Context: an optimization exercise on an open-source flow, tuned for small area. The choices shown serve that exercise and are no tape-out recipe. The RTL was checked by simulation tests, not by an equivalence proof against the original design. No activity file was given, so power comes from the tool's default toggle rates.

File: design/flow/config.mk
export PLATFORM = sky130hd
export DESIGN_NAME = cop1_fpu
export DESIGN_NICKNAME = cop1_fpu
export VERILOG_FILES = /design/flow/design.v
export SDC_FILE = /design/flow/constraint.sdc
export NUM_CORES = 4
export LEC_CHECK = 0
export CAP_MARGIN = 20
export CORE_MARGIN = 2
export CORE_UTILIZATION = 40
export SLEW_MARGIN = 20
File: design/flow/constraint.sdc
create_clock -name core_clock -period 22.0 [get_ports {clk}]
set_input_delay 4.4000 -clock core_clock [delete_from_list [all_inputs] [get_ports {clk}]]
set_output_delay 4.4000 -clock core_clock [all_outputs]
set_load 0.01 [all_outputs]
File: design/flow/design.v
module fpu_rca #(
    parameter N = 8
) (
    input  wire [N-1:0] a,
    input  wire [N-1:0] b,
    input  wire         ci,
    output wire [N-1:0] s,
    output wire         co
);
    wire [N:0] c;
    assign c[0] = ci;
    genvar i;
    generate
        for (i = 0; i < N; i = i + 1) begin : g
            assign s[i]   = a[i] ^ b[i] ^ c[i];
            assign c[i+1] = (a[i] & b[i]) | (c[i] & (a[i] ^ b[i]));
        end
    endgenerate
    assign co = c[N];
endmodule
module fpu_rlt #(
    parameter N = 8
) (
    input  wire [N-1:0] a,
    input  wire [N-1:0] b,
    output wire         lt
);
    wire [N:0] c;
    assign c[0] = 1'b0;
    genvar i;
    generate
        for (i = 0; i < N; i = i + 1) begin : g
            assign c[i+1] = (~a[i] & b[i]) | (c[i] & ~(a[i] ^ b[i]));
        end
    endgenerate
    assign lt = c[N];
endmodule
module cop1_fpu (
    input  wire        clk,
    input  wire        rst,
    input  wire        in_valid,
    output wire        in_ready,
    input  wire [4:0]  in_func,
    input  wire [1:0]  in_rm,
    input  wire [31:0] in_a,
    input  wire [31:0] in_b,
    output wire        out_valid,
    output wire [31:0] out_result,
    output wire [4:0]  out_flags
);
    localparam S_IDLE  = 5'd0,  S_OUT   = 5'd1,  S_ALIGN = 5'd2,  S_ADD   = 5'd3,
               S_MNORM = 5'd4,  S_MUL   = 5'd5,  S_DNORM = 5'd6,  S_DIV   = 5'd7,
               S_SNORM = 5'd8,  S_SPAR  = 5'd9,  S_SQ1   = 5'd10, S_SQ2   = 5'd11,
               S_QLD   = 5'd12, S_INEG  = 5'd13, S_FSH   = 5'd14, S_FRND  = 5'd15,
               S_NORM  = 5'd16, S_RSH   = 5'd17, S_RND   = 5'd18, S_POST  = 5'd19,
               S_PACK  = 5'd20;
    reg  [4:0]  st;
    reg         op_u;        
    reg  [1:0]  rm;
    reg  [31:0] X;
    reg  [2:0]  G;
    reg  [26:0] Y;
    reg  [25:0] Z;
    reg  [9:0]  E;
    reg  [4:0]  cnt;
    reg         sgn, swp, effsub, tiny;
    reg  [4:0]  flg;
    wire [34:0] W = {X, G};
    assign in_ready   = (st == S_IDLE) | (st == S_OUT);
    assign out_valid  = (st == S_OUT);
    assign out_result = X;
    assign out_flags  = flg;
    wire accept = in_valid & in_ready;
    wire [4:0]  f   = in_func;
    wire        sa  = in_a[31];
    wire        sbi = in_b[31];
    wire [7:0]  ea  = in_a[30:23];
    wire [7:0]  eb  = in_b[30:23];
    wire [22:0] fa  = in_a[22:0];
    wire [22:0] fb  = in_b[22:0];
    wire        ha  = |ea;
    wire        hb  = |eb;
    wire        fa_nz = |fa;
    wire        fb_nz = |fb;
    wire        nan_a  = (&ea) & fa_nz;
    wire        nan_b  = (&eb) & fb_nz;
    wire        inf_a  = (&ea) & ~fa_nz;
    wire        inf_b  = (&eb) & ~fb_nz;
    wire        zero_a = ~ha & ~fa_nz;
    wire        zero_b = ~hb & ~fb_nz;
    wire        snan_a = nan_a & ~fa[22];
    wire        snan_b = nan_b & ~fb[22];
    wire        any_nan  = nan_a | nan_b;
    wire        any_snan = snan_a | snan_b;
    wire [7:0]  ea1 = {ea[7:1], ea[0] | ~ha};
    wire [7:0]  eb1 = {eb[7:1], eb[0] | ~hb};
    wire [23:0] ma  = {ha, fa};
    wire [23:0] mb  = {hb, fb};
    wire f_add  = (f[4:1] == 4'b0000);
    wire f_mul  = (f == 5'h02);
    wire f_div  = (f == 5'h03);
    wire f_sqrt = (f == 5'h04);
    wire f_i2f  = (f[4:1] == 4'b1000);
    wire f_f2i  = (f[4:1] == 4'b1001);
    wire mag_lt;
    fpu_rlt #(.N(31)) u_lt (.a(in_a[30:0]), .b(in_b[30:0]), .lt(mag_lt));
    wire mag_eq = (in_a[30:0] == in_b[30:0]);
    wire both_zero = zero_a & zero_b;
    wire lt_total = (sa & ~sbi) |
                    (~sa & ~sbi & mag_lt) |
                    (sa & sbi & ~mag_lt & ~mag_eq);
    wire eq  = ((sa == sbi) & mag_eq) | both_zero;
    wire lt  = lt_total & ~both_zero;
    wire pick_b = nan_a | (~nan_b & (lt_total ^ f[0]));    
    wire sub_a  = ~ha & fa_nz;
    wire norm_a = ha & ~(&ea);
    wire [9:0] cls = {nan_a & fa[22], snan_a,
                      ~sa & inf_a, ~sa & norm_a, ~sa & sub_a, ~sa & zero_a,
                       sa & zero_a, sa & sub_a, sa & norm_a, sa & inf_a};
    wire sb_eff  = sbi ^ f[0];
    wire eff_in  = sa ^ sb_eff;
    wire sr      = sa ^ sbi;
    wire swp_in  = f_add & mag_lt;
    wire a_zero  = ~sa & zero_a;    
    localparam K_QNAN = 32'h7fc00000;
    reg        hit;
    reg [31:0] kres;      
    reg        sel_a;     
    reg        sgn_a;
    reg        sel_b;     
    reg        sel_m;     
    reg [4:0]  ifl;
    always @* begin
        hit   = 1'b1;
        kres  = K_QNAN;
        sel_a = 1'b0;
        sgn_a = sa;
        sel_b = 1'b0;
        sel_m = 1'b0;
        ifl   = 5'b0;
        if (f_add) begin
            if (any_nan)
                ifl = {any_snan, 4'b0};
            else if (inf_a & inf_b & eff_in)
                ifl = 5'b10000;
            else if (inf_a)
                kres = {sa, 8'hff, 23'h0};
            else if (inf_b)
                kres = {sb_eff, 8'hff, 23'h0};
            else begin
                hit = 1'b0; kres = 32'b0; sel_m = 1'b1;
            end
        end else if (f_mul) begin
            if (any_nan)
                ifl = {any_snan, 4'b0};
            else if ((inf_a & zero_b) | (zero_a & inf_b))
                ifl = 5'b10000;
            else if (inf_a | inf_b)
                kres = {sr, 8'hff, 23'h0};
            else if (zero_a | zero_b)
                kres = {sr, 31'b0};
            else begin
                hit = 1'b0; kres = 32'b0;
            end
        end else if (f_div) begin
            if (any_nan)
                ifl = {any_snan, 4'b0};
            else if ((inf_a & inf_b) | both_zero)
                ifl = 5'b10000;
            else if (inf_a)
                kres = {sr, 8'hff, 23'h0};
            else if (zero_b) begin
                kres = {sr, 8'hff, 23'h0};
                ifl  = 5'b01000;
            end else if (zero_a | inf_b)
                kres = {sr, 31'b0};
            else begin
                hit = 1'b0; kres = 32'b0; sel_m = 1'b1;
            end
        end else if (f_sqrt) begin
            if (nan_a)
                ifl = {snan_a, 4'b0};
            else if (zero_a | (~sa & inf_a)) begin
                kres = 32'b0; sel_a = 1'b1;
            end else if (sa)
                ifl = 5'b10000;
            else begin
                hit = 1'b0; kres = 32'b0;
            end
        end else if (f_i2f) begin
            kres  = 32'b0;
            hit   = a_zero & ~fa_nz & ~(|in_a[30:23]);
            sel_a = 1'b1;
        end else if (f_f2i) begin
            kres = 32'b0;
            if (nan_a)
                ifl = 5'b10000;
            else if (!f[0]) begin
                if (ea >= 8'd158) begin
                    if (sa && ea == 8'd158 && !fa_nz)
                        kres = 32'h80000000;
                    else begin
                        kres = sa ? 32'h80000000 : 32'h7fffffff;
                        ifl  = 5'b10000;
                    end
                end else begin
                    hit = 1'b0; sel_m = 1'b1;
                end
            end else begin
                if (ea >= 8'd159) begin
                    kres = sa ? 32'h0 : 32'hffffffff;
                    ifl  = 5'b10000;
                end else if (sa) begin
                    if (zero_a)
                        ifl = 5'b0;
                    else if (ea >= 8'd127)
                        ifl = 5'b10000;
                    else case (in_rm)
                        2'd0:    ifl = (ea == 8'd126 && fa_nz) ? 5'b10000 : 5'b00001;
                        2'd2:    ifl = 5'b10000;
                        default: ifl = 5'b00001;
                    endcase
                end else begin
                    hit = 1'b0; sel_m = 1'b1;
                end
            end
        end else begin
            kres = 32'b0;
            case (f)
                5'h05, 5'h06: begin
                    if (nan_a & nan_b) kres = K_QNAN;
                    else begin sel_a = ~pick_b; sel_b = pick_b; end
                    ifl = {any_snan, 4'b0};
                end
                5'h08: begin sel_a = 1'b1; sgn_a = 1'b0; end
                5'h09: begin sel_a = 1'b1; sgn_a = ~sa; end
                5'h18: begin kres = {31'b0, ~any_nan & eq};        ifl = {any_snan, 4'b0}; end
                5'h19: begin kres = {31'b0, ~any_nan & lt};        ifl = {any_nan, 4'b0};  end
                5'h1a: begin kres = {31'b0, ~any_nan & (lt | eq)}; ifl = {any_nan, 4'b0};  end
                5'h1b: begin kres = {31'b0, any_nan};              ifl = {any_snan, 4'b0}; end
                5'h1c: kres = {22'b0, cls};
                default: ;
            endcase
        end
    end
    wire [31:0] ldbus = kres
                      | ({32{sel_a}} & {sgn_a, in_a[30:0]})
                      | ({32{sel_b}} & in_b)
                      | ({32{sel_m}} & {8'b0, ma});
    wire [9:0] pa = {2'b0, ea1} ^ {10{swp_in}};
    wire [9:0] pb = (f_add | f_div) ? ({2'b0, eb1} ^ {10{~swp_in}}) :
                    f_mul ? {2'b0, eb1} : 10'b0;
    wire [9:0] s1, s2;
    wire       s1c, s2c;
    fpu_rca #(.N(10)) u_e1 (.a(pa), .b(pb), .ci(f_add | f_div), .s(s1), .co(s1c));
    wire [9:0] kb = (f_mul | f_f2i) ? 10'h36a :           
                    (f_div | f_sqrt) ? 10'd127 : 10'd0;
    fpu_rca #(.N(10)) u_e2 (.a(s1), .b(kb), .ci(1'b0), .s(s2), .co(s2c));
    wire [9:0]  e_init   = f_add ? {2'b0, swp_in ? eb1 : ea1} : f_i2f ? 10'd150 : s2;
    wire        d_big    = (|s1[9:5]) | (s1[4] & s1[3] & (s1[2] | (s1[1] & s1[0])));
    wire [4:0]  cnt_init = (f_add & ~d_big) ? s1[4:0] : 5'd26;
    wire [26:0] y_init   = {f_sqrt ? ma : mb, 3'b000};
    wire [25:0] z_init   = {2'b0, ma & {24{f_mul}}};
    wire        s_init   = f_add ? (swp_in ? sb_eff : sa) :
                           (f_mul | f_div) ? sr :
                           f_i2f ? (~f[0] & sa) :
                           f_sqrt ? 1'b0 : sa;
    reg  [4:0] st_init;
    always @* begin
        if (hit)         st_init = S_OUT;
        else if (f_add)  st_init = S_ALIGN;
        else if (f_mul)  st_init = S_MNORM;
        else if (f_div)  st_init = S_DNORM;
        else if (f_sqrt) st_init = S_SNORM;
        else if (f_i2f)  st_init = S_INEG;
        else             st_init = S_FSH;
    end
    wire r_g   = G[2];
    wire r_st  = G[1] | G[0];
    wire r_nx  = r_g | r_st;
    reg  r_up;
    always @* begin
        case (rm)
            2'd0:    r_up = r_g & (r_st | X[0]);
            2'd1:    r_up = 1'b0;
            2'd2:    r_up = sgn & r_nx;
            default: r_up = ~sgn & r_nx;
        endcase
    end
    wire sq_y   = Y[26];
    wire x_hi   = |X[31:24];
    wire w_zero = ~(|W);
    wire z_zero = ~(|Z);
    wire cnt_z  = ~(|cnt);
    wire e_neg  = E[9];
    wire e_zero = ~(|E);
    wire e_le0  = e_neg | e_zero;
    wire e_gt1  = ~e_neg & (|E[9:1]);
    wire e_ovf  = ~e_neg & (E[8] | (&E[7:0]));
    wire carry0 = (&X[23:0]) & r_up;
    wire to_inf = (rm == 2'd0) | ((rm == 2'd2) & sgn) | ((rm == 2'd3) & ~sgn);
    reg         inva, invb, cin;
    reg         b_y, b_z, b_r;
    reg         rbit;
    wire [34:0] bsrc = ({35{b_y}} & {8'b0, Y})
                     | ({35{b_z}} & {8'b0, Z, ~sq_y})
                     | {31'b0, b_r & rbit, 3'b0};
    wire [34:0] sum;
    wire        cout;
    fpu_rca #(.N(35)) u_add (.a(W ^ {35{inva}}), .b(bsrc ^ {35{invb}}), .ci(cin), .s(sum), .co(cout));
    reg        use_add;
    reg [1:0]  shm;         
    reg        sin;
    reg        xwe, pk, qld;
    reg        yshl, yshr, zshl, zshr;
    reg        einc, edec, ehalf;
    reg        c25, c26, cdec;
    reg [4:0]  nst;
    always @* begin
        inva = 1'b0; invb = 1'b0; cin = 1'b0;
        b_y = 1'b0; b_z = 1'b0; b_r = 1'b0; rbit = r_up;
        use_add = 1'b0; shm = 2'd0; sin = 1'b0;
        xwe = 1'b0; pk = 1'b0; qld = 1'b0;
        yshl = 1'b0; yshr = 1'b0; zshl = 1'b0; zshr = 1'b0;
        einc = 1'b0; edec = 1'b0; ehalf = 1'b0;
        c25 = 1'b0; c26 = 1'b0; cdec = 1'b0;
        nst = st;
        case (st)
            S_ALIGN: begin
                if (!cnt_z) begin
                    xwe  = swp; shm = 2'd2;
                    yshr = ~swp;
                    cdec = 1'b1;
                end else
                    nst = S_ADD;
            end
            S_ADD: begin
                b_y = 1'b1;
                inva = effsub & swp; invb = effsub & ~swp; cin = effsub;
                use_add = 1'b1; xwe = 1'b1;
                nst = S_NORM;
            end
            S_MNORM: begin
                if (!Y[26]) begin yshl = 1'b1; edec = 1'b1; end
                else nst = S_MUL;
            end
            S_MUL: begin
                b_y = 1'b1;
                if (z_zero) nst = S_NORM;
                else begin
                    use_add = Z[0]; shm = 2'd2; xwe = 1'b1;
                    zshr = 1'b1; einc = 1'b1;
                end
            end
            S_DNORM: begin
                if (!X[23] || !Y[26]) begin
                    xwe  = ~X[23]; shm = 2'd1;
                    yshl = ~Y[26];
                    einc = X[23] & ~Y[26];
                    edec = ~X[23] & Y[26];
                end else begin
                    c25 = 1'b1; nst = S_DIV;
                end
            end
            S_DIV: begin
                b_y = 1'b1; invb = 1'b1; cin = 1'b1;
                use_add = cout; shm = 2'd1; xwe = 1'b1;
                zshl = 1'b1; cdec = 1'b1;
                if (cnt_z) nst = S_QLD;
            end
            S_SNORM: begin
                if (!Y[26]) begin yshl = 1'b1; edec = 1'b1; end
                else nst = S_SPAR;
            end
            S_SPAR: begin
                yshr = ~E[0]; ehalf = 1'b1; c25 = 1'b1;
                nst = S_SQ1;
            end
            S_SQ1: begin
                shm = 2'd1; sin = sq_y; xwe = 1'b1; yshl = 1'b1;
                nst = S_SQ2;
            end
            S_SQ2: begin
                b_z = 1'b1; invb = 1'b1; cin = 1'b1;
                use_add = cout; shm = 2'd1; sin = cout ^ sq_y; xwe = 1'b1;
                yshl = 1'b1; zshl = 1'b1; cdec = 1'b1;
                nst = cnt_z ? S_QLD : S_SQ1;
            end
            S_QLD: begin
                qld = 1'b1; nst = S_NORM;
            end
            S_INEG: begin
                inva = 1'b1; cin = 1'b1; use_add = sgn; xwe = 1'b1;
                nst = S_NORM;
            end
            S_FSH: begin
                if (!e_le0) begin
                    shm = 2'd1; xwe = 1'b1; edec = 1'b1;
                end else if (e_neg && !cnt_z) begin
                    shm = 2'd2; xwe = 1'b1; einc = 1'b1; cdec = 1'b1;
                end else
                    nst = S_FRND;
            end
            S_FRND: begin
                inva = sgn & ~op_u;
                b_r = 1'b1; rbit = r_up ^ (sgn & ~op_u);
                use_add = 1'b1; xwe = 1'b1;
                nst = S_OUT;
            end
            S_NORM: begin
                if (w_zero)
                    nst = S_PACK;
                else if (x_hi) begin
                    shm = 2'd2; xwe = 1'b1; einc = 1'b1;
                end else if (!X[23] && (e_gt1 || X[22])) begin
                    shm = 2'd1; xwe = 1'b1; edec = 1'b1;
                end else if (e_le0) begin
                    c26 = 1'b1; nst = S_RSH;
                end else
                    nst = S_RND;
            end
            S_RSH: begin
                if (e_le0 && !cnt_z) begin
                    shm = 2'd2; xwe = 1'b1; einc = 1'b1; cdec = 1'b1;
                end else
                    nst = S_RND;
            end
            S_RND: begin
                b_r = 1'b1; use_add = 1'b1; xwe = 1'b1;
                nst = S_POST;
            end
            S_POST: begin
                if (X[24]) begin shm = 2'd2; xwe = 1'b1; einc = 1'b1; end
                nst = S_PACK;
            end
            S_PACK: begin
                pk = 1'b1; nst = S_OUT;
            end
            default: nst = S_IDLE;
        endcase
    end
    wire [34:0] V = use_add ? sum : W;
    wire [34:0] N = (shm == 2'd1) ? {V[33:0], sin} :
                    (shm == 2'd2) ? {1'b0, V[34:2], V[1] | V[0]} : V;
    wire [31:0] packbus = {sgn,
                           e_ovf ? {7'h7f, to_inf} : (E[7:0] & {8{X[23]}}),
                           e_ovf ? {23{~to_inf}} : X[22:0]};
    wire [9:0] e_step;
    wire       e_stc;
    fpu_rca #(.N(10)) u_einc (.a(E), .b({{9{edec}}, einc | edec}), .ci(1'b0), .s(e_step), .co(e_stc));
    wire [4:0] cnt_dec;
    wire       cnt_c;
    fpu_rca #(.N(5)) u_cdec (.a(cnt), .b(5'b11111), .ci(1'b0), .s(cnt_dec), .co(cnt_c));
    always @(posedge clk) begin
        if (rst) begin
            st <= S_IDLE;
        end else if (st == S_IDLE || st == S_OUT) begin
            st <= accept ? st_init : S_IDLE;
        end else begin
            st <= nst;
        end
        if (accept) begin
            op_u   <= f[0];
            rm     <= in_rm;
            X      <= ldbus;
            G      <= 3'b0;
            Y      <= y_init;
            Z      <= z_init;
            E      <= e_init;
            cnt    <= cnt_init;
            sgn    <= s_init;
            swp    <= swp_in;
            effsub <= eff_in;
            flg    <= hit ? ifl : 5'b0;
        end else begin
            if (pk)
                X <= packbus;
            else if (qld)
                {X, G} <= {8'b0, Z, ~w_zero};
            else if (xwe)
                {X, G} <= N;
            if (yshl)      Y <= {Y[25:0], 1'b0};
            else if (yshr) Y <= {1'b0, Y[26:2], Y[1] | Y[0]};
            if (zshl)      Z <= {Z[24:0], cout};
            else if (zshr) Z <= {1'b0, Z[25:1]};
            if (ehalf)            E <= {E[9], E[9:1]};
            else if (einc | edec) E <= e_step;
            if (c25)       cnt <= 5'd25;
            else if (c26)  cnt <= 5'd26;
            else if (cdec) cnt <= cnt_dec;
            if (st == S_NORM) begin
                tiny <= e_le0 & ~(e_zero & carry0);
                if (w_zero & effsub) sgn <= (rm == 2'd2);
            end
            if (st == S_FRND) flg <= {4'b0, r_nx};
            if (st == S_RND)  flg <= {3'b0, tiny & r_nx, r_nx};
            if (pk & e_ovf)   flg <= 5'b00101;
        end
    end
endmodule
File: design/flow/run.sh
#!/bin/bash
# synth_recipe.tcl (not shown) runs the flow's synth.tcl, then flattens the netlist and writes it again
# the make line also repeats each setting of config.mk as NAME=value (left out here)
make -C /OpenROAD-flow-scripts/flow DESIGN_CONFIG=/design/flow/config.mk WORK_HOME=/design/flow/orfs CLKGATE_MAP_FILE= SYNTH_SCRIPT=/design/flow/synth_recipe.tcl finish
==> results of run 1 <==
final cells by class:
type | instances | area [um2]
fill | 3257 | 17720
inverter | 88 | 331.6
clock inverter | 13 | 145.1
sequential | 120 | 3473
clock buffer | 19 | 442.9
multi-input combinational | 1230 | 9424
timing repair buffer | 143 | 1354
tap | 448 | 560.5
cell families after synthesis:
group                    after synthesis  share of synthesized area (%)
AO/OA/AOI/OAI                        489                          24.49
adder cells (fa/ha/maj)              101                          12.51
flip-flops                           120                          25.57
AND/OR/NAND/NOR                      448                          16.36
multiplexers                         100                          9.222
buffers and inverters                197                          5.914
XOR/XNOR                              92                          5.933
worst min-delay path by stage:
| stage | start | end | slack, ns | depth (start not counted) |
|---|---|---|---|---|
| finish | Y[0]$_SDFFE_PP0P_ | Y[0]$_SDFFE_PP0P_ | 0.53 | 2 |
| global route | Z[24]$_SDFFE_PP0P_ | Z[25]$_SDFFE_PP0P_ | 0.56 | 2 |
| CTS | Y[0]$_SDFFE_PP0P_ | Y[0]$_SDFFE_PP0P_ | 0.53 | 2 |
| detailed placement | Y[0]$_SDFFE_PP0P_ | Y[0]$_SDFFE_PP0P_ | 0.52 | 2 |
| global placement | Z[24]$_SDFFE_PP0P_ | Z[25]$_SDFFE_PP0P_ | 0.52 | 2 |
| floorplan | Y[2]$_SDFFE_PP0P_ | Y[2]$_SDFFE_PP0P_ | 0.46 | 2 |
worst reg2reg max path: cells and delay by family, from the launching register on:
family | cells | cell delay [ns]
AO/OA/AOI/OAI | 5 | 0.83
flip-flops | 1 | 0.84
adder cells (fa/ha/maj) | 35 | 12.70
XOR/XNOR | 1 | 0.31
multiplexers | 2 | 0.56
buffers and inverters | 7 | 1.81
AND/OR/NAND/NOR | 4 | 1.28
state kept, by name, summed over array words and instances (netlist names), 2 cells and up:
name and count:
Y 27, flg 5, rm 2, G 3
E 10, Z 26, st 5, cnt 5
X 32
routing by layer:
metal	track usage, %	wire length, um
met1	44.10	23410
met2	44.02	22890
met3	7.990	6194
met4	8.510	1445
met5	0	0
report_power, final:
group / total, mW / internal (mW) / switching, mW / leakage [nW]
Sequential: 0.617 / 0.424 / 0.193 / 1.15
Combinational: 1.03 / 0.447 / 0.583 / 4.62
Clock: 0.284 / 0.171 / 0.114 / 0.281
Total: 1.93 / 1.04 / 0.889 / 6.05
cells in the final DEF (no fill, tap or decap), types with 34 or more instances in the layout:
cell type and instances:
clkdlybuf4s50_1 112, xnor2_1 79, ha_1 43, a21oi_1 106, mux2i_1 79, a31oi_1 34, a221oi_1 35, edfxtp_1 107
inv_1 85, fa_1 58, nand2_1 168, nor2_1 87, o21ai_0 102
stage by stage:
| step | utilization [%] | hold WS, ns | area [um2] | worst slack (ns) | instances |
|---|---|---|---|---|---|
| floorplan | - | 0.4625 | 13580 | 5.107 | 1547 |
| global placement | 45.26 | 0.5182 | 15140 | 4.010 | 2029 |
| detailed placement | 45.26 | 0.5188 | 15140 | 3.609 | 2029 |
| CTS | 47.02 | 0.5304 | 15730 | 3.631 | 2061 |
| global route | 47.03 | 0.5636 | 15730 | 2.685 | 2061 |
| finish | 47.03 | 0.5334 | 15730 | 3.387 | 2061 |
==> summary.txt, run 1 <==
status=no timing/DRC/antenna violations; Port Buffer Count=around 110; syn avg cell area=approximately 8.8 um2; drt via density=6.570; VDD IR-drop max=between 0.00007 and 0.00008 V; hold buffers post-CTS=0; Post-Syn Area=13580 um2; most used cell, CP=fa_1; CP arrival=18.78 ns; Final Max Tran Viols=0; Layout Skew=~0.013 ns; Leakage=around 6.1 nW; Tightest Pin Transition=roughly 1.1 ns; crit-path leading delay family=adder cells; register area share after synthesis=between 20% and 30%; cell taking the most area after synthesis=edfxtp_1; post-cts resize count=0; Worst Setup End Kind=register; R2R cell count=between 50 and 60; Crit Path Class=reg2reg; CTS tree=yes; DRC errors left=0; r2r setup slk=between 3 and 4 ns; Worst path max stage delay=about 0.84 ns; endpoints failing hold=0; Syn Inst Count=between 1500 and 2000; H-tree levels=4; Die X=roughly 190 um; Hold Crit Class=reg2reg; total negative setup slack=0 ns; syn_nets=1722; prevailing post-synth register cell=edfxtp_1; layout cells sized above 1=~8.0%; die area=around 35000 um2; GPL Wtd Cong=between 0.9 and 1; Slew headroom=approximately a quarter; Area growth syn-to-layout=15.83%; pin count of the biggest net entering global routing=roughly 70; CP max FO=35; Setup Buffers After CTS=0; GRT Total Usage=between 30% and 40%; initial core utilization=approximately two fifths; Synth cell types=between 90 and 100; unrepaired setup endpoints after global routing=no; P per Cell Area=122.8 nW/um2; async set-reset flop share out of synthesis=0%; number of max-cap violations=0; Clock Root Buffer=clkbuf_16; first-pass GRT wire length=81790 um; Critical-path top delay cell=dfxtp_1; Final min period=between 15 and 20 ns; reg2reg start=st[3]$_SDFFE_PP0P_; top post-synthesis cells by count=nand2_1, a21oi_1, edfxtp_1, o21ai_0, nor2_1; clock sink count=120; I/O pin cnt=approximately 110; Tcrit/Tclk final=84.60%; WP data required=22.17 ns; dominant cells by area after synthesis=edfxtp_1, fa_1, mux2i_1; CP startpoint kind=register; CP Depth=54; die height=around 190 um; buffers and inverters on the worst path=7; wire length per cell=26.18 um; Routed WL=roughly 54000 um; initial antenna violation count=1; clock-pin slew on the worst setup and hold paths=roughly 0.06 ns; top cell type's share of synthesized area=a little under a quarter; FF-to-FF End=X[12]$_DFFE_PP_; Fmax=53.73 MHz; Final HPWL DP=40100 um; # diodes=0; most frequent cell after synthesis=nand2_1; YS warnings=1; vias=roughly 14000; Yosys reg bits=120; row cnt=67; Worst setup endpoint=X[12]$_DFFE_PP_; antenna viol nets, final=0; Iter 0 DRT Violations=around 2100; final net count=1775; GRT Residual Overflow=0; number of enable flip-flop cells after synthesis=107; crit path from=st[3]$_SDFFE_PP0P_; Power, Total=~1.9 mW; Finish-stage setup viols=0; drt pass-1 iters=6; vias in the first global route=12930; Clk Latency, worst-skew pair=about 0.44 ns; deepest clock path buffer count=2; TritonCTS buffer count=17; core box area=33450 um2
==> run 2, diff against run 1 <==
--- a/design/flow/design.v
+++ b/design/flow/design.v
@@ -30,7 +30,7 @@
     genvar i;
     generate
         for (i = 0; i < N; i = i + 1) begin : g
-            assign c[i+1] = (~a[i] & b[i]) | (c[i] & ~(a[i] ^ b[i]));
+            assign c[i+1] = (~a[i] & b[i]) | (c[i] & (~a[i] | b[i]));
         end
     endgenerate
     assign lt = c[N];
@@ -53,17 +53,17 @@
                S_SNORM = 5'd8,  S_SPAR  = 5'd9,  S_SQ1   = 5'd10, S_SQ2   = 5'd11,
                S_QLD   = 5'd12, S_INEG  = 5'd13, S_FSH   = 5'd14, S_FRND  = 5'd15,
                S_NORM  = 5'd16, S_RSH   = 5'd17, S_RND   = 5'd18, S_POST  = 5'd19,
-               S_PACK  = 5'd20;
+               S_PACK  = 5'd20, S_DSET  = 5'd21, S_SQF   = 5'd22, S_FBIAS = 5'd23;
     reg  [4:0]  st;
     reg         op_u;        
     reg  [1:0]  rm;
     reg  [31:0] X;
     reg  [2:0]  G;
-    reg  [26:0] Y;
+    reg  [26:3] Y;
     reg  [25:0] Z;
     reg  [9:0]  E;
     reg  [4:0]  cnt;
-    reg         sgn, swp, effsub, tiny;
+    reg         sgn, effsub, tiny;
     reg  [4:0]  flg;
     wire [34:0] W = {X, G};
     assign in_ready   = (st == S_IDLE) | (st == S_OUT);
@@ -129,6 +129,7 @@
     reg        sgn_a;
     reg        sel_b;     
     reg        sel_m;     
+    reg        sel_n;     
     reg [4:0]  ifl;
     always @* begin
         hit   = 1'b1;
@@ -137,6 +138,7 @@
         sgn_a = sa;
         sel_b = 1'b0;
         sel_m = 1'b0;
+        sel_n = 1'b0;
         ifl   = 5'b0;
         if (f_add) begin
             if (any_nan)
@@ -148,7 +150,7 @@
             else if (inf_b)
                 kres = {sb_eff, 8'hff, 23'h0};
             else begin
-                hit = 1'b0; kres = 32'b0; sel_m = 1'b1;
+                hit = 1'b0; kres = 32'b0; sel_m = mag_lt; sel_n = ~mag_lt;
             end
         end else if (f_mul) begin
             if (any_nan)
@@ -246,21 +248,26 @@
     wire [31:0] ldbus = kres
                       | ({32{sel_a}} & {sgn_a, in_a[30:0]})
                       | ({32{sel_b}} & in_b)
-                      | ({32{sel_m}} & {8'b0, ma});
+                      | ({32{sel_m}} & {8'b0, ma})
+                      | ({32{sel_n}} & {8'b0, mb});
     wire [9:0] pa = {2'b0, ea1} ^ {10{swp_in}};
     wire [9:0] pb = (f_add | f_div) ? ({2'b0, eb1} ^ {10{~swp_in}}) :
                     f_mul ? {2'b0, eb1} : 10'b0;
-    wire [9:0] s1, s2;
-    wire       s1c, s2c;
+    wire [9:0] s1;
+    wire       s1c;
     fpu_rca #(.N(10)) u_e1 (.a(pa), .b(pb), .ci(f_add | f_div), .s(s1), .co(s1c));
-    wire [9:0] kb = (f_mul | f_f2i) ? 10'h36a :           
-                    (f_div | f_sqrt) ? 10'd127 : 10'd0;
-    fpu_rca #(.N(10)) u_e2 (.a(s1), .b(kb), .ci(1'b0), .s(s2), .co(s2c));
-    wire [9:0]  e_init   = f_add ? {2'b0, swp_in ? eb1 : ea1} : f_i2f ? 10'd150 : s2;
+    wire [9:0]  e_init   = f_add ? {2'b0, swp_in ? eb1 : ea1} : f_i2f ? 10'd150 : s1;
     wire        d_big    = (|s1[9:5]) | (s1[4] & s1[3] & (s1[2] | (s1[1] & s1[0])));
     wire [4:0]  cnt_init = (f_add & ~d_big) ? s1[4:0] : 5'd26;
-    wire [26:0] y_init   = {f_sqrt ? ma : mb, 3'b000};
-    wire [25:0] z_init   = {2'b0, ma & {24{f_mul}}};
+    wire [26:3] y_init   = (f_sqrt | (f_add & ~mag_lt)) ? ma : mb;
+    wire [23:0] ma_rev;
+    genvar gi;
+    generate
+        for (gi = 0; gi < 24; gi = gi + 1) begin : g_rev
+            assign ma_rev[gi] = ma[23 - gi];
+        end
+    endgenerate
+    wire [25:0] z_init   = {ma_rev & {24{f_mul}}, 2'b0};
     wire        s_init   = f_add ? (swp_in ? sb_eff : sa) :
                            (f_mul | f_div) ? sr :
                            f_i2f ? (~f[0] & sa) :
@@ -273,7 +280,7 @@
         else if (f_div)  st_init = S_DNORM;
         else if (f_sqrt) st_init = S_SNORM;
         else if (f_i2f)  st_init = S_INEG;
-        else             st_init = S_FSH;
+        else             st_init = S_FBIAS;
     end
     wire r_g   = G[2];
     wire r_st  = G[1] | G[0];
@@ -288,6 +295,7 @@
         endcase
     end
     wire sq_y   = Y[26];
+    wire w_neg  = X[31];
     wire x_hi   = |X[31:24];
     wire w_zero = ~(|W);
     wire z_zero = ~(|Z);
@@ -301,43 +309,42 @@
     wire to_inf = (rm == 2'd0) | ((rm == 2'd2) & sgn) | ((rm == 2'd3) & ~sgn);
     reg         inva, invb, cin;
     reg         b_y, b_z, b_r;
+    reg         zlsb;
     reg         rbit;
-    wire [34:0] bsrc = ({35{b_y}} & {8'b0, Y})
-                     | ({35{b_z}} & {8'b0, Z, ~sq_y})
+    wire [34:0] bsrc = ({35{b_y}} & {8'b0, Y, 3'b0})
+                     | ({35{b_z}} & {8'b0, Z, zlsb})
                      | {31'b0, b_r & rbit, 3'b0};
     wire [34:0] sum;
     wire        cout;
     fpu_rca #(.N(35)) u_add (.a(W ^ {35{inva}}), .b(bsrc ^ {35{invb}}), .ci(cin), .s(sum), .co(cout));
-    reg        use_add;
     reg [1:0]  shm;         
     reg        sin;
     reg        xwe, pk, qld;
-    reg        yshl, yshr, zshl, zshr;
-    reg        einc, edec, ehalf;
+    reg        yshl, zshl;
+    reg        einc, edec, ek150, ek127, ehalf;
     reg        c25, c26, cdec;
     reg [4:0]  nst;
     always @* begin
         inva = 1'b0; invb = 1'b0; cin = 1'b0;
-        b_y = 1'b0; b_z = 1'b0; b_r = 1'b0; rbit = r_up;
-        use_add = 1'b0; shm = 2'd0; sin = 1'b0;
+        b_y = 1'b0; b_z = 1'b0; b_r = 1'b0; rbit = r_up; zlsb = 1'b1;
+        shm = 2'd0; sin = 1'b0;
         xwe = 1'b0; pk = 1'b0; qld = 1'b0;
-        yshl = 1'b0; yshr = 1'b0; zshl = 1'b0; zshr = 1'b0;
-        einc = 1'b0; edec = 1'b0; ehalf = 1'b0;
+        yshl = 1'b0; zshl = 1'b0;
+        einc = 1'b0; edec = 1'b0; ek150 = 1'b0; ek127 = 1'b0; ehalf = 1'b0;
         c25 = 1'b0; c26 = 1'b0; cdec = 1'b0;
         nst = st;
         case (st)
             S_ALIGN: begin
                 if (!cnt_z) begin
-                    xwe  = swp; shm = 2'd2;
-                    yshr = ~swp;
+                    xwe  = 1'b1; shm = 2'd2;
                     cdec = 1'b1;
                 end else
                     nst = S_ADD;
             end
             S_ADD: begin
                 b_y = 1'b1;
-                inva = effsub & swp; invb = effsub & ~swp; cin = effsub;
-                use_add = 1'b1; xwe = 1'b1;
+                inva = effsub; cin = effsub;
+                xwe = 1'b1;
                 nst = S_NORM;
             end
             S_MNORM: begin
@@ -345,54 +352,63 @@
                 else nst = S_MUL;
             end
             S_MUL: begin
-                b_y = 1'b1;
-                if (z_zero) nst = S_NORM;
-                else begin
-                    use_add = Z[0]; shm = 2'd2; xwe = 1'b1;
-                    zshr = 1'b1; einc = 1'b1;
+                if (z_zero) begin
+                    ek150 = 1'b1; nst = S_NORM;
+                end else begin
+                    b_y = Z[25]; shm = 2'd2; xwe = 1'b1;
+                    zshl = 1'b1; einc = 1'b1;
                 end
             end
             S_DNORM: begin
                 if (!X[23] || !Y[26]) begin
-                    xwe  = ~X[23]; shm = 2'd1;
+                    xwe  = ~X[23]; shm = {1'b0, ~X[23]};
                     yshl = ~Y[26];
                     einc = X[23] & ~Y[26];
                     edec = ~X[23] & Y[26];
                 end else begin
-                    c25 = 1'b1; nst = S_DIV;
+                    ek127 = 1'b1; c25 = 1'b1;
+                    nst = S_DIV;
                 end
             end
             S_DIV: begin
-                b_y = 1'b1; invb = 1'b1; cin = 1'b1;
-                use_add = cout; shm = 2'd1; xwe = 1'b1;
+                b_y = 1'b1; invb = ~w_neg; cin = ~w_neg;
+                shm = 2'd1; xwe = 1'b1;
                 zshl = 1'b1; cdec = 1'b1;
                 if (cnt_z) nst = S_QLD;
             end
             S_SNORM: begin
                 if (!Y[26]) begin yshl = 1'b1; edec = 1'b1; end
-                else nst = S_SPAR;
+                else begin ek127 = 1'b1; nst = S_SPAR; end
             end
             S_SPAR: begin
-                yshr = ~E[0]; ehalf = 1'b1; c25 = 1'b1;
-                nst = S_SQ1;
+                ehalf = 1'b1; c25 = 1'b1;
+                nst = E[0] ? S_SQ1 : S_SQ2;
             end
             S_SQ1: begin
                 shm = 2'd1; sin = sq_y; xwe = 1'b1; yshl = 1'b1;
                 nst = S_SQ2;
             end
             S_SQ2: begin
-                b_z = 1'b1; invb = 1'b1; cin = 1'b1;
-                use_add = cout; shm = 2'd1; sin = cout ^ sq_y; xwe = 1'b1;
+                b_z = 1'b1; zlsb = w_neg | ~sq_y;
+                invb = ~w_neg; cin = ~w_neg | sq_y;
+                shm = 2'd1; sin = ~sq_y; xwe = 1'b1;
                 yshl = 1'b1; zshl = 1'b1; cdec = 1'b1;
-                nst = cnt_z ? S_QLD : S_SQ1;
+                nst = cnt_z ? S_SQF : S_SQ1;
+            end
+            S_SQF: begin
+                b_z = w_neg; xwe = 1'b1;
+                nst = S_QLD;
             end
             S_QLD: begin
                 qld = 1'b1; nst = S_NORM;
             end
             S_INEG: begin
-                inva = 1'b1; cin = 1'b1; use_add = sgn; xwe = 1'b1;
+                inva = sgn; cin = sgn; xwe = 1'b1;
                 nst = S_NORM;
             end
+            S_FBIAS: begin
+                ek150 = 1'b1; nst = S_FSH;
+            end
             S_FSH: begin
                 if (!e_le0) begin
                     shm = 2'd1; xwe = 1'b1; edec = 1'b1;
@@ -404,7 +420,7 @@
             S_FRND: begin
                 inva = sgn & ~op_u;
                 b_r = 1'b1; rbit = r_up ^ (sgn & ~op_u);
-                use_add = 1'b1; xwe = 1'b1;
+                xwe = 1'b1;
                 nst = S_OUT;
             end
             S_NORM: begin
@@ -426,7 +442,7 @@
                     nst = S_RND;
             end
             S_RND: begin
-                b_r = 1'b1; use_add = 1'b1; xwe = 1'b1;
+                b_r = 1'b1; xwe = 1'b1;
                 nst = S_POST;
             end
             S_POST: begin
@@ -439,15 +455,15 @@
             default: nst = S_IDLE;
         endcase
     end
-    wire [34:0] V = use_add ? sum : W;
-    wire [34:0] N = (shm == 2'd1) ? {V[33:0], sin} :
-                    (shm == 2'd2) ? {1'b0, V[34:2], V[1] | V[0]} : V;
+    wire [34:0] N = (shm == 2'd1) ? {sum[33:0], sin} :
+                    (shm == 2'd2) ? {1'b0, sum[34:2], sum[1] | sum[0]} : sum;
     wire [31:0] packbus = {sgn,
                            e_ovf ? {7'h7f, to_inf} : (E[7:0] & {8{X[23]}}),
                            e_ovf ? {23{~to_inf}} : X[22:0]};
+    wire [9:0] e_k = ek150 ? 10'h36a : ek127 ? 10'd127 : {{9{edec}}, einc | edec};
     wire [9:0] e_step;
     wire       e_stc;
-    fpu_rca #(.N(10)) u_einc (.a(E), .b({{9{edec}}, einc | edec}), .ci(1'b0), .s(e_step), .co(e_stc));
+    fpu_rca #(.N(10)) u_einc (.a(E), .b(e_k), .ci(1'b0), .s(e_step), .co(e_stc));
     wire [4:0] cnt_dec;
     wire       cnt_c;
     fpu_rca #(.N(5)) u_cdec (.a(cnt), .b(5'b11111), .ci(1'b0), .s(cnt_dec), .co(cnt_c));
@@ -469,25 +485,24 @@
             E      <= e_init;
             cnt    <= cnt_init;
             sgn    <= s_init;
-            swp    <= swp_in;
             effsub <= eff_in;
+            tiny   <= 1'b0;
             flg    <= hit ? ifl : 5'b0;
         end else begin
             if (pk)
                 X <= packbus;
             else if (qld)
-                {X, G} <= {8'b0, Z, ~w_zero};
+                {X, G} <= {8'b0, Z, ~(tiny | w_zero)};
             else if (xwe)
                 {X, G} <= N;
-            if (yshl)      Y <= {Y[25:0], 1'b0};
-            else if (yshr) Y <= {1'b0, Y[26:2], Y[1] | Y[0]};
-            if (zshl)      Z <= {Z[24:0], cout};
-            else if (zshr) Z <= {1'b0, Z[25:1]};
-            if (ehalf)            E <= {E[9], E[9:1]};
-            else if (einc | edec) E <= e_step;
+            if (yshl)      Y <= {Y[25:3], 1'b0};
+            if (zshl)      Z <= {Z[24:0], ~sum[34] & (st != S_MUL)};
+            if (ehalf)     E <= {E[9], E[9:1]};
+            else           E <= e_step;
             if (c25)       cnt <= 5'd25;
             else if (c26)  cnt <= 5'd26;
             else if (cdec) cnt <= cnt_dec;
+            if (st == S_DIV)  tiny <= tiny | w_zero;
             if (st == S_NORM) begin
                 tiny <= e_le0 & ~(e_zero & carry0);
                 if (w_zero & effsub) sgn <= (rm == 2'd2);
==> design/flow/flow/run.sh (new file) <==
#!/bin/bash
# The standard layout, with the port buffers made of the smallest buffer cell
# (every input and output port still gets its own buffer).
set -euo pipefail
export BUFFER_PORTS_ARGS="-buffer_cell sky130_fd_sc_hd__buf_1"
bash standard.sh > standard_flow.log 2>&1
==> design/flow/standard.sh (new file) <==
#!/bin/bash
# synth_recipe.tcl (not shown) runs the flow's synth.tcl, then flattens the netlist and writes it again
# the make line also repeats each setting of config.mk as NAME=value (left out here)
make -C /OpenROAD-flow-scripts/flow DESIGN_CONFIG=/design/flow/config.mk WORK_HOME=/design/flow/orfs CLKGATE_MAP_FILE= SYNTH_SCRIPT=/design/flow/synth_recipe.tcl "${@:-finish}"
--- a/design/flow/config.mk
+++ b/design/flow/config.mk
@@ -7,5 +7,6 @@
 export LEC_CHECK = 0
 export CAP_MARGIN = 20
 export CORE_MARGIN = 2
-export CORE_UTILIZATION = 40
+export CORE_UTILIZATION = 60
+export CTS_BUF_LIST = sky130_fd_sc_hd__clkbuf_8
 export SLEW_MARGIN = 20
removed: design/flow/run.sh
==> summary.txt, run 2 <==
total negative setup slack=0 ns (unchanged); Area growth syn-to-layout=8.668% (was 15.83%); Final min period=16.50 ns (was 18.61 ns); GPL Wtd Cong=1.012 (was 0.9494); prevailing post-synth register cell=edfxtp_1 (unchanged); GRT Residual Overflow=0 (unchanged); initial core utilization=61.51% (was 40.61%); pin count of the biggest net entering global routing=80 (was 68); worst hold slack=0.5502 ns (was 0.5334 ns); die area=21980 um2 (was 35440 um2); most frequent cells in the layout=nor2_1, nand2_1, inv_1, buf_1, edfxtp_1 (was nand2_1, clkdlybuf4s50_1, edfxtp_1); dominant cells by area after synthesis=edfxtp_1, fa_1, ha_1 (was edfxtp_1, fa_1, mux2i_1); hold buffers post-CTS=0 (unchanged); CP max FO=23 (was 35); wire length per cell=25.66 um (was 26.18 um); XOR/XNOR Fraction of Synth Area=6.172% (was 5.933%); DRC errors left=0 (unchanged); Hold Crit Class=reg2reg (unchanged); multiplexer area fraction after synthesis=3.156% (was 9.222%); CP arrival=16.73 ns (was 18.78 ns); unrepaired setup endpoints after global routing=no (unchanged); deepest clock path buffer count=2 (unchanged); max reg flops=32 (unchanged); reg2reg start=st[2]$_SDFFE_PP0P_ (was st[3]$_SDFFE_PP0P_); status=no timing/DRC/antenna violations (unchanged); Clk Latency, worst-skew pair=0.47 ns (was 0.44 ns); vias=12870 (was 13540); Routed WL=46960 um (was 53950 um); top cell type's share of synthesized area=23.09% (was 23.66%); Final HPWL DP=35970 um (was 40100 um); Crit Path Class=reg2reg (unchanged); P per Cell Area=133.2 nW/um2 (was 122.8 nW/um2); antenna viol nets, final=0 (unchanged); row cnt=52 (was 67); worst setup margin=5.498 ns (was 3.387 ns); most frequent cell after synthesis=nor2_1 (was nand2_1); hold_sp=E[8]$_DFF_P_ (was Y[0]$_SDFFE_PP0P_); register area share after synthesis=26.29% (was 25.57%); R2R cell count=46 (was 54); endpoints failing hold=0 (unchanged); Clock Root Buffer=clkbuf_8 (was clkbuf_16); VDD IR-drop max=0.00006042 V (was 0.00007037 V); FF-to-FF End=X[31]$_DFFE_PP_ (was X[12]$_DFFE_PP_); Leakage=5.336 nW (was 6.051 nW); pre-CTS setup slack=5.347 ns (was 3.609 ns); Fmax=60.60 MHz (was 53.73 MHz); WP data required=22.23 ns (was 22.17 ns); CTS tree=yes (unchanged); most common cell after layout, fill and taps aside=nor2_1 (was nand2_1); Layout Skew=0.01579 ns (was 0.01333 ns); clock sink count=116 (was 120); Final Max Tran Viols=0 (unchanged); Setup Buffers After CTS=0 (unchanged); Compound-Gate Fraction of Synth Area=25.21% (was 24.49%); Synth Area in Adders=15.13% (was 12.51%); top post-synthesis cells by count=nor2_1, nand2_1, inv_1, a21oi_1, edfxtp_1 (was nand2_1, a21oi_1, edfxtp_1, o21ai_0, nor2_1); Tcrit/Tclk final=75.01% (was 84.60%); core box area=20300 um2 (was 33450 um2); YS warnings=1 (unchanged); drt via density=7.031 (was 6.570); syn avg cell area=8.449 um2 (was 8.779 um2); Largest regs=X: 32 flops, Z: 26 flops, Y: 24 flops (was X: 32 flops, Y: 27 flops, Z: 26 flops); first-pass GRT wire length=70220 um (was 81790 um); hold path depth=1 (was 2); largest family of logic cells by synthesized area=compound AO/OA/AOI/OAI gates (unchanged); initial antenna violation count=1 (unchanged); I/O pin cnt=113 (unchanged); most used cell, CP=fa_1 (unchanged); Tightest Pin Transition=1.042 ns (was 1.100 ns); Post-Syn Area=12490 um2 (was 13580 um2); drt pass-1 iters=6 (unchanged); Yosys reg bits=116 (was 120); number of enable flip-flop cells after synthesis=96 (was 107); Worst path max stage delay=0.65 ns (was 0.84 ns); layout cells sized above 1=6.350% (was 7.998%); vias in the first global route=11680 (was 12930); Critical-path top delay cell=nor3_1 (was dfxtp_1); post-cts resize count=0 (unchanged); Finish-stage setup viols=0 (unchanged); final net count=1741 (was 1775); TritonCTS buffer count=17 (unchanged); r2r setup slk=5.50 ns (was 3.39 ns); syn_nets=1673 (was 1722); cell taking the most area after synthesis=edfxtp_1 (unchanged); WHS Endpoint=E[7]$_DFF_P_ (was Y[0]$_SDFFE_PP0P_); Syn Inst Count=1478 (was 1547); Die X=148.3 um (was 188.3 um); Worst Setup End Kind=register (unchanged); Simple-Gate Fraction of Synth Area=17.69% (was 16.36%); Iter 0 DRT Violations=2409 (was 2147); Biggest register=X (unchanged); Synth cell types=85 (was 91); die height=148.3 um (was 188.3 um); number of max-cap violations=0 (unchanged); async set-reset flop share out of synthesis=0% (unchanged); GRT Total Usage=42.28% (was 30.29%); Slew headroom=30.53% (was 26.51%); Port Buffer Count=112 (unchanged); clock-pin slew on the worst setup and hold paths=0.08 ns (was 0.06 ns); CP startpoint kind=register (unchanged); H-tree levels=4 (unchanged)
run 2: worst max path at each step:
stage	from	slack (ns)	cells past startpoint	end
4_1_cts	st[2]$_SDFFE_PP0P_	5.34	45	X[31]$_DFFE_PP_
2_1_floorplan	st[3]$_SDFFE_PP0P_	6.70	50	X[31]$_DFFE_PP_
3_5_place_dp	st[2]$_SDFFE_PP0P_	5.35	45	X[31]$_DFFE_PP_
5_1_grt	st[2]$_SDFFE_PP0P_	5.11	46	X[31]$_DFFE_PP_
6_report	st[2]$_SDFFE_PP0P_	5.50	46	X[31]$_DFFE_PP_
3_3_place_gp	st[2]$_SDFFE_PP0P_	5.73	45	X[31]$_DFFE_PP_
run 2: logic make-up after synthesis:
family / count (synthesis)
AOI/OAI and AO/OA: 459
and+or+nand+nor: 455
buffers and inverters: 200
adders and majority gates: 121
DFF: 116
xor gates and xnor gates: 88
muxes: 39
run 2: critical path, delay by kind of cell, from the launching register on:
family                   cells  cell delay [ns]
XOR/XNOR                     3             0.53
AO/OA/AOI/OAI                3             0.74
AND/OR/NAND/NOR              4             1.23
buffers and inverters        3             0.55
adder cells (fa/ha/maj)     33            12.55
flip-flops                   1             0.61
run 2: final cells by class:
cell class	instances	area, um2
fillers	1741	6730
clock buffers	17	234.0
flip-flops and latches	116	3283
clock inverters	15	171.4
well taps	270	337.8
repair buffers	135	645.6
inverters	114	427.9
diodes	1	2.502
multi-input cells	1162	8467
run 2: per-layer routing:
metal  global-route usage [%]  vias up  wire, um
li1                         -     5579         -
met4                    13.62        0      1677
met3                    15.06      141      8006
met2                    59.24     1101     19290
met5                        0        -         0
met1                    60.96     6046     17980
run 2: stage by stage:
step                      cells  util (%)  cell area, um2  power, mW
after floorplan            1478         -           12490      1.198
after global routing       1829     66.83           13570      1.901
after CTS                  1827     66.57           13510      1.755
final                      1830     66.85           13570      1.807
after detailed placement   1795     64.58           13110      1.539
after global placement     1794     64.44           13080      1.513
run 2: where the power goes:
group / internal [mW] / total [mW] / switching (mW)
sequential: 0.411 / 0.544 / 0.133
clock: 0.104 / 0.209 / 0.106
combinational: 0.381 / 1.05 / 0.672
==> run 3, diff against run 2 <==
--- a/design/flow/config.mk
+++ b/design/flow/config.mk
@@ -7,6 +7,5 @@
 export LEC_CHECK = 0
 export CAP_MARGIN = 20
 export CORE_MARGIN = 2
-export CORE_UTILIZATION = 60
-export CTS_BUF_LIST = sky130_fd_sc_hd__clkbuf_8
+export CORE_UTILIZATION = 55
 export SLEW_MARGIN = 20
==> summary.txt, run 3 <==
Finish-stage setup viols=0 (unchanged); Area growth syn-to-layout=9.890% (was 8.668%); status=no timing/DRC/antenna violations (unchanged); VDD IR-drop max=0.00007249 V (was 0.00006042 V); largest family of logic cells by synthesized area=compound AO/OA/AOI/OAI gates (unchanged); I/O pin cnt=113 (unchanged); XOR/XNOR Fraction of Synth Area=6.172% (unchanged); GRT Total Usage=38.65% (was 42.28%); Yosys reg bits=116 (unchanged); wl on met1=19180 um (was 17980 um); hold buffers post-CTS=0 (unchanged); Compound-Gate Fraction of Synth Area=25.21% (unchanged); initial core utilization=55.66% (was 61.51%); CTS tree=yes (unchanged); vias=12530 (was 12870); most frequent cell after synthesis=nor2_1 (unchanged); drt via density=6.803 (was 7.031); GRT Residual Overflow=0 (unchanged); top cell type's share of synthesized area=23.09% (unchanged); endpoints failing hold=0 (unchanged); Largest regs=X: 32 flops, Z: 26 flops, Y: 24 flops (unchanged); wire length per cell=25.29 um (was 25.66 um); number of max-cap violations=0 (unchanged); drt pass-1 iters=6 (unchanged); die area=23920 um2 (was 21980 um2); most common cell after layout, fill and taps aside=nor2_1 (unchanged); Register Area=3283 um2 (unchanged); Die X=154.7 um (was 148.3 um); dominant cells by area after synthesis=edfxtp_1, fa_1, ha_1 (unchanged); initial antenna violation count=0 (was 1); CP arrival=16.74 ns (was 16.73 ns); Iter 0 DRT Violations=1652 (was 2409); layout cells sized above 1=6.041% (was 6.350%); most used cell, CP=fa_1 (unchanged); Top Layer Used=met4 (unchanged); Layout Skew=0.01349 ns (was 0.01579 ns); unrepaired setup endpoints after global routing=no (unchanged); top post-synthesis cells by count=nor2_1, nand2_1, inv_1, a21oi_1, edfxtp_1 (unchanged); post-cts resize count=0 (unchanged); Worst path max stage delay=0.75 ns (was 0.65 ns); multiplexer area fraction after synthesis=3.156% (unchanged); cell taking the most area after synthesis=edfxtp_1 (unchanged); Critical-path top delay cell=nor3_1 (unchanged); syn_nets=1673 (unchanged); WP data required=22.17 ns (was 22.23 ns); TritonCTS buffer count=17 (unchanged); Crit Path Class=reg2reg (unchanged); final net count=1738 (was 1741); register area share after synthesis=26.29% (unchanged); CP max FO=21 (was 23); antenna viol nets, final=0 (unchanged); Power, Total=1.859 mW (was 1.807 mW); clock-pin slew on the worst setup and hold paths=0.06 ns (was 0.08 ns); pre-CTS setup slack=5.348 ns (was 5.347 ns); CP startpoint kind=register (unchanged); clock sink count=116 (unchanged); die height=154.7 um (was 148.3 um); Routed WL=46570 um (was 46960 um); Setup Buffers After CTS=0 (unchanged); Synth Area in Adders=15.13% (unchanged); prevailing post-synth register cell=edfxtp_1 (unchanged); Clk Latency, worst-skew pair=0.43 ns (was 0.47 ns); total negative setup slack=0 ns (unchanged); DRC errors left=0 (unchanged); P per Cell Area=135.5 nW/um2 (was 133.2 nW/um2); Syn Inst Count=1478 (unchanged); Tcrit/Tclk final=75.31% (was 75.01%); footprint of the multi-input gates=8467 um2 (unchanged); pin count of the biggest net entering global routing=72 (was 80); Tightest Pin Transition=1.005 ns (was 1.042 ns); YS warnings=1 (unchanged); Slew headroom=32.98% (was 30.53%); Fmax=60.36 MHz (was 60.60 MHz); number of enable flip-flop cells after synthesis=96 (unchanged); most frequent cells in the layout=nor2_1, nand2_1, inv_1, buf_1, edfxtp_1 (unchanged); DR WL met3=6871 um (was 8006 um); max reg flops=32 (unchanged); # diodes=0 (was 1); syn avg cell area=8.449 um2 (unchanged); Final Max Tran Viols=0 (unchanged); Leakage=5.392 nW (was 5.336 nW); core box area=22430 um2 (was 20300 um2); deepest clock path buffer count=2 (unchanged); GPL Wtd Cong=0.9836 (was 1.012); number of fill cells in the layout=2057 (was 1741); Final min period=16.57 ns (was 16.50 ns); vias in the first global route=11600 (was 11680); Final HPWL DP=36160 um (was 35970 um); H-tree levels=4 (unchanged); first-pass GRT wire length=69690 um (was 70220 um); Post-Syn Area=12490 um2 (unchanged); worst setup margin=5.433 ns (was 5.498 ns); Hold Crit Class=reg2reg (unchanged); row cnt=55 (was 52); wire length on met2=19120 um (was 19290 um); Worst Setup End Kind=register (unchanged); Biggest register=X (unchanged); Clock Root Buffer=clkbuf_16 (was clkbuf_8); async set-reset flop share out of synthesis=0% (unchanged); Synth cell types=85 (unchanged); Simple-Gate Fraction of Synth Area=17.69% (unchanged); end-of-flow core utilization=61.17% (was 66.85%); Port Buffer Count=112 (unchanged)
==> run 3: cell counts after synthesis <==
Identical to the previous run, type by type.
==> run 3: kinds of logic (layout without fill, tap and decap cells) <==
logic type / Yosys count / in the layout
XOR/XNOR: 88 / 88
adder cells (fa/ha/maj): 121 / 121
AO/OA/AOI/OAI: 459 / 459
flip-flops: 116 / 116
AND/OR/NAND/NOR: 455 / 455
multiplexers: 39 / 39
buffers and inverters: 200 / 278
==> run 3: final timing paths <==
check / from / end / slack, ns / cells after the start
max reg2reg: st[2]$_SDFFE_PP0P_ / X[31]$_DFFE_PP_ / 5.43 / 46
min: E[8]$_DFF_P_ / E[7]$_DFF_P_ / 0.55 / 1
min reg2reg: E[8]$_DFF_P_ / E[7]$_DFF_P_ / 0.55 / 1
max: st[2]$_SDFFE_PP0P_ / X[31]$_DFFE_PP_ / 5.43 / 46
==> run 3: power breakdown <==
part	switching (mW)	internal, mW
combinational	0.668	0.380
sequential	0.133	0.412
clock	0.110	0.156
total	0.911	0.948
==> run 3: routing by layer <==
| layer | track usage [%] | vias to the layer above |
|---|---|---|
| met4 | 12.52 | 0 |
| met3 | 13.31 | 92 |
| met1 | 55.66 | 5904 |
| li1 | - | 5573 |
| met2 | 54.27 | 956 |
| met5 | 0 | - |
==> run 3: cell type report <==
class                   instances  area share (%)
clock buffers                  18           3.128
flip-flops and latches        116           23.93
well taps                     285           2.599
clock inverters                14          0.9301
inverters                     114           3.118
multi-input cells            1162           61.70
repair buffers                132           4.596
==> run 3: critical path, delay by kind of cell, from the launching register on <==
kind,cells,cell delay (ns)
fa+ha+maj,33,12.57
simple gates,4,1.39
compound gates,3,0.74
flops,1,0.59
buf+inv,3,0.50
xor+xnor,3,0.47
==> run 3: per-stage QoR <==
step | instance area, um2 | cells | hold slack [ns]
after floorplan | 12490 | 1478 | 0.4809
after global placement | 13080 | 1806 | 0.5290
after detailed placement | 13110 | 1807 | 0.5323
after CTS | 13660 | 1839 | 0.5456
after global routing | 13720 | 1841 | 0.5698
final | 13720 | 1841 | 0.5474
==> run 4, diff against run 3 <==
--- a/design/flow/design.v
+++ b/design/flow/design.v
@@ -104,11 +104,13 @@
     wire f_f2i  = (f[4:1] == 4'b1001);
     wire mag_lt;
     fpu_rlt #(.N(31)) u_lt (.a(in_a[30:0]), .b(in_b[30:0]), .lt(mag_lt));
-    wire mag_eq = (in_a[30:0] == in_b[30:0]);
+    wire mag_gt;
+    fpu_rlt #(.N(31)) u_gt (.a(in_b[30:0]), .b(in_a[30:0]), .lt(mag_gt));
+    wire mag_eq = ~mag_lt & ~mag_gt;
     wire both_zero = zero_a & zero_b;
     wire lt_total = (sa & ~sbi) |
                     (~sa & ~sbi & mag_lt) |
-                    (sa & sbi & ~mag_lt & ~mag_eq);
+                    (sa & sbi & mag_gt);
     wire eq  = ((sa == sbi) & mag_eq) | both_zero;
     wire lt  = lt_total & ~both_zero;
     wire pick_b = nan_a | (~nan_b & (lt_total ^ f[0]));    
--- a/design/flow/config.mk
+++ b/design/flow/config.mk
@@ -7,5 +7,6 @@
 export LEC_CHECK = 0
 export CAP_MARGIN = 20
 export CORE_MARGIN = 2
-export CORE_UTILIZATION = 55
+export CORE_UTILIZATION = 60
+export CTS_BUF_LIST = sky130_fd_sc_hd__clkbuf_8
 export SLEW_MARGIN = 20
==> summary.txt, run 4 <==
status=no timing/DRC/antenna violations (unchanged); buffers and inverters on the worst path=1 (was 3); Worst path max stage delay=0.85 ns (was 0.75 ns); TritonCTS buffer count=17 (unchanged); clock-pin slew on the worst setup and hold paths=0.08 ns (was 0.06 ns); cell taking the most area after synthesis=edfxtp_1 (unchanged); CP arrival=16.64 ns (was 16.74 ns); Synth cell types=85 (unchanged); unrepaired setup endpoints after global routing=no (unchanged); CTS tree=yes (unchanged); clock sink count=116 (unchanged); Fmax=60.85 MHz (was 60.36 MHz); Net Sw Frac=49.93% (was 49.01%); VDD IR-drop max=0.00006225 V (was 0.00007249 V); Clock Root Buffer=clkbuf_8 (was clkbuf_16); register area share after synthesis=27.36% (was 26.29%); die height=145.4 um (was 154.7 um); P per Cell Area=129.5 nW/um2 (was 135.5 nW/um2); GRT Residual Overflow=0 (unchanged); row cnt=51 (was 55); Leakage=4.786 nW (was 5.392 nW); most common cell after layout, fill and taps aside=buf_1 (was nor2_1); endpoints failing hold=0 (unchanged); CP startpoint kind=register (unchanged); Reg power frac=32.2% (was 29.3%); syn_nets=1546 (was 1673); Layout Skew=0.01365 ns (was 0.01349 ns); Post-Syn Area=12000 um2 (was 12490 um2); Power, Total=1.683 mW (was 1.859 mW); Final Max Tran Viols=0 (unchanged); number of max-cap violations=0 (unchanged); post-route design area=13000 um2 (was 13720 um2); vias in the first global route=11450 (was 11600); I/O pin cnt=113 (unchanged); Final min period=16.43 ns (was 16.57 ns); WP data required=22.21 ns (was 22.17 ns); pre-CTS setup slack=5.695 ns (was 5.348 ns); Final HPWL DP=34170 um (was 36160 um); Routed WL=45260 um (was 46570 um); drt pass-1 iters=8 (was 6); vias=12570 (was 12530); Tightest Pin Transition=1.078 ns (was 1.005 ns); top cell type's share of synthesized area=24.02% (was 23.09%); max reg flops=32 (unchanged); initial antenna violation count=0 (unchanged); Biggest register=X (unchanged); final net count=1609 (was 1738); top post-synthesis cells by count=nand2_1, o21ai_0, nor2_1, edfxtp_1, a21oi_1 (was nor2_1, nand2_1, inv_1, a21oi_1, edfxtp_1); crit-path leading delay family=adder cells (unchanged); DRC errors left=0 (unchanged); H-tree levels=4 (unchanged); initial core utilization=61.46% (was 55.66%); async set-reset flop share out of synthesis=0% (unchanged); drt via density=7.171 (was 6.803); Largest regs=X: 32 flops, Z: 26 flops, Y: 24 flops (unchanged); first-pass GRT wire length=68450 um (was 69690 um); most frequent cell after synthesis=nand2_1 (was nor2_1); deepest clock path buffer count=2 (unchanged); syn avg cell area=8.500 um2 (was 8.449 um2); worst setup margin=5.565 ns (was 5.433 ns); Post-Place Cell Area=12580 um2 (was 13110 um2); GRT Total Usage=41.94% (was 38.65%); Tcrit/Tclk final=74.70% (was 75.31%); pin count of the biggest net entering global routing=69 (was 72); hold buffers post-CTS=0 (unchanged); GPL Wtd Cong=0.9849 (was 0.9836); die area=21150 um2 (was 23920 um2); Hold Crit Class=reg2reg (unchanged); Port Buffer Count=112 (unchanged); layout cells sized above 1=6.116% (was 6.041%); Finish-stage setup viols=0 (unchanged); worst hold slack=0.5369 ns (was 0.5474 ns); Clock power frac=12.6% (was 14.3%); total negative setup slack=0 ns (unchanged); core box area=19530 um2 (was 22430 um2); number of enable flip-flop cells after synthesis=96 (unchanged); Switching Power=0.8404 mW (was 0.9110 mW); Worst Setup End Kind=register (unchanged); post-cts resize count=0 (unchanged); Area growth syn-to-layout=8.278% (was 9.890%); Yosys reg bits=116 (unchanged); Combinational Power Share=55.2% (was 56.4%); # diodes=0 (unchanged); Internal Power=0.8426 mW (was 0.9478 mW); YS warnings=1 (unchanged); Clk Latency, worst-skew pair=0.47 ns (was 0.43 ns); Syn Inst Count=1412 (was 1478); most used cell, CP=fa_1 (unchanged); most frequent cells in the layout=buf_1, nand2_1, o21ai_0 (was nor2_1, nand2_1, inv_1, buf_1, edfxtp_1); wire length per cell=25.82 um (was 25.29 um); Setup Buffers After CTS=0 (unchanged); CP max FO=27 (was 21); Iter 0 DRT Violations=2096 (was 1652); Die X=145.4 um (was 154.7 um); prevailing post-synth register cell=edfxtp_1 (unchanged); Crit Path Class=reg2reg (unchanged); Slew headroom=28.11% (was 32.98%); dominant cells by area after synthesis=edfxtp_1, fa_1, xnor2_1 (was edfxtp_1, fa_1, ha_1); Critical-path top delay cell=o21a_1 (was nor3_1); antenna viol nets, final=0 (unchanged)
## run 4: changes by cell type after synthesis, sizes merged, moves of 15 or more
| cell | delta |
|---|---|
| ha | -61 |
| inv | -55 |
| nor2 | -31 |
| mux2i | +26 |
| xor2 | -23 |
| xnor2 | +22 |
| nand2b | +21 |
| nor2b | +20 |
| a221oi | -15 |
## run 4: final timing paths
check / to / cells past startpoint / slack, ns / from
setup / recovery: X[31]$_DFFE_PP_ / 45 / 5.57 / st[4]$_SDFFE_PP0P_
hold / removal: G[0]$_SDFFE_PP0P_ / 2 / 0.54 / G[0]$_SDFFE_PP0P_
setup reg to reg: X[31]$_DFFE_PP_ / 45 / 5.57 / st[4]$_SDFFE_PP0P_
hold reg to reg: G[0]$_SDFFE_PP0P_ / 2 / 0.54 / G[0]$_SDFFE_PP0P_
## run 4: area by class of cell
type                            count  area (um2)
Clock buffer                       17       234.0
Clock inverter                     15       172.7
Fill cell                        1757        6531
Inverter                           60       225.2
Multi-Input combinational cell   1146        8163
Sequential cell                   116        3283
Tap cell                          265       331.6
Timing Repair Buffer              134       585.6
## run 4: logic make-up (layout without fill, tap and decap cells)
group,count (synthesis),in the layout,synth area share (%)
AO/OA/AOI/OAI,474,474,26.88
XOR/XNOR,87,87,6.349
buffers and inverters,150,226,5.088
flip-flops,116,116,27.36
multiplexers,64,64,5.359
adder cells (fa/ha/maj),66,66,9.883
AND/OR/NAND/NOR,455,455,19.09
## run 4: worst reg2reg max path, delay by kind of cell (launching register included)
kind,cells,cell delay (ns)
DFF,1,0.81
and+or+nand+nor,5,1.02
adders and majority gates,33,12.41
AOI/OAI and AO/OA,4,1.52
buffers and inverters,1,0.08
xor gates and xnor gates,2,0.34
## run 4: power by group through the flow
| stage | clock network (mW) | registers (mW) | logic [mW] |
|---|---|---|---|
| floorplan | 0 | 0.492 | 0.609 |
| global placement | 0 | 0.533 | 0.869 |
| detailed placement | 0 | 0.534 | 0.883 |
| CTS | 0.210 | 0.530 | 0.893 |
| global route | 0.220 | 0.546 | 0.995 |
| finish | 0.212 | 0.541 | 0.930 |
## run 4: metrics by stage
stage	std cells	util [%]
2_1_floorplan	1412	-
3_3_place_gp	1721	64.44
3_5_place_dp	1721	64.44
4_1_cts	1753	66.52
5_1_grt	1753	66.55
6_report	1753	66.55
## run 4: routing by layer
metal	track usage, %	routed length (um)
met1	60.48	17460
met2	59.38	18920
met3	15.36	7539
met4	11.62	1348
met5	0	0

static timing again, ports no longer ideal:
The results above use ideal ports. As a check the final layouts listed here were re-extracted and re-timed, cells and wires unchanged. Step 1 assumes that a clkbuf_16 drives the clock port and a buf_2 every other input. Step 2 moves the port delays by t, midway between the first and last clock arrival at a register: inputs arrive t later, outputs are due t later. That takes back most of the time a late clock gives input paths. a / b / c = ideal / step 1 / step 2; a / b = the first two.
run	t, ns	setup slack, ns	hold slack, ns	clock arrival spread, ns	cell pins on the clock port's net
run 1	0.481	3.387 / 3.387 / 3.387	0.533 / 0.533 / 0.533	0.014 / 0.013	1
run 2	0.508	5.498 / 5.498 / 5.498	0.550 / 0.550 / 0.550	0.015 / 0.015	1
run 3	0.473	5.433 / 5.433 / 5.433	0.547 / 0.547 / 0.547	0.015 / 0.015	1
run 4	0.512	5.565 / 5.565 / 5.565	0.537 / 0.537 / 0.537	0.014 / 0.013	1
After both steps setup and hold are still met in every run listed.
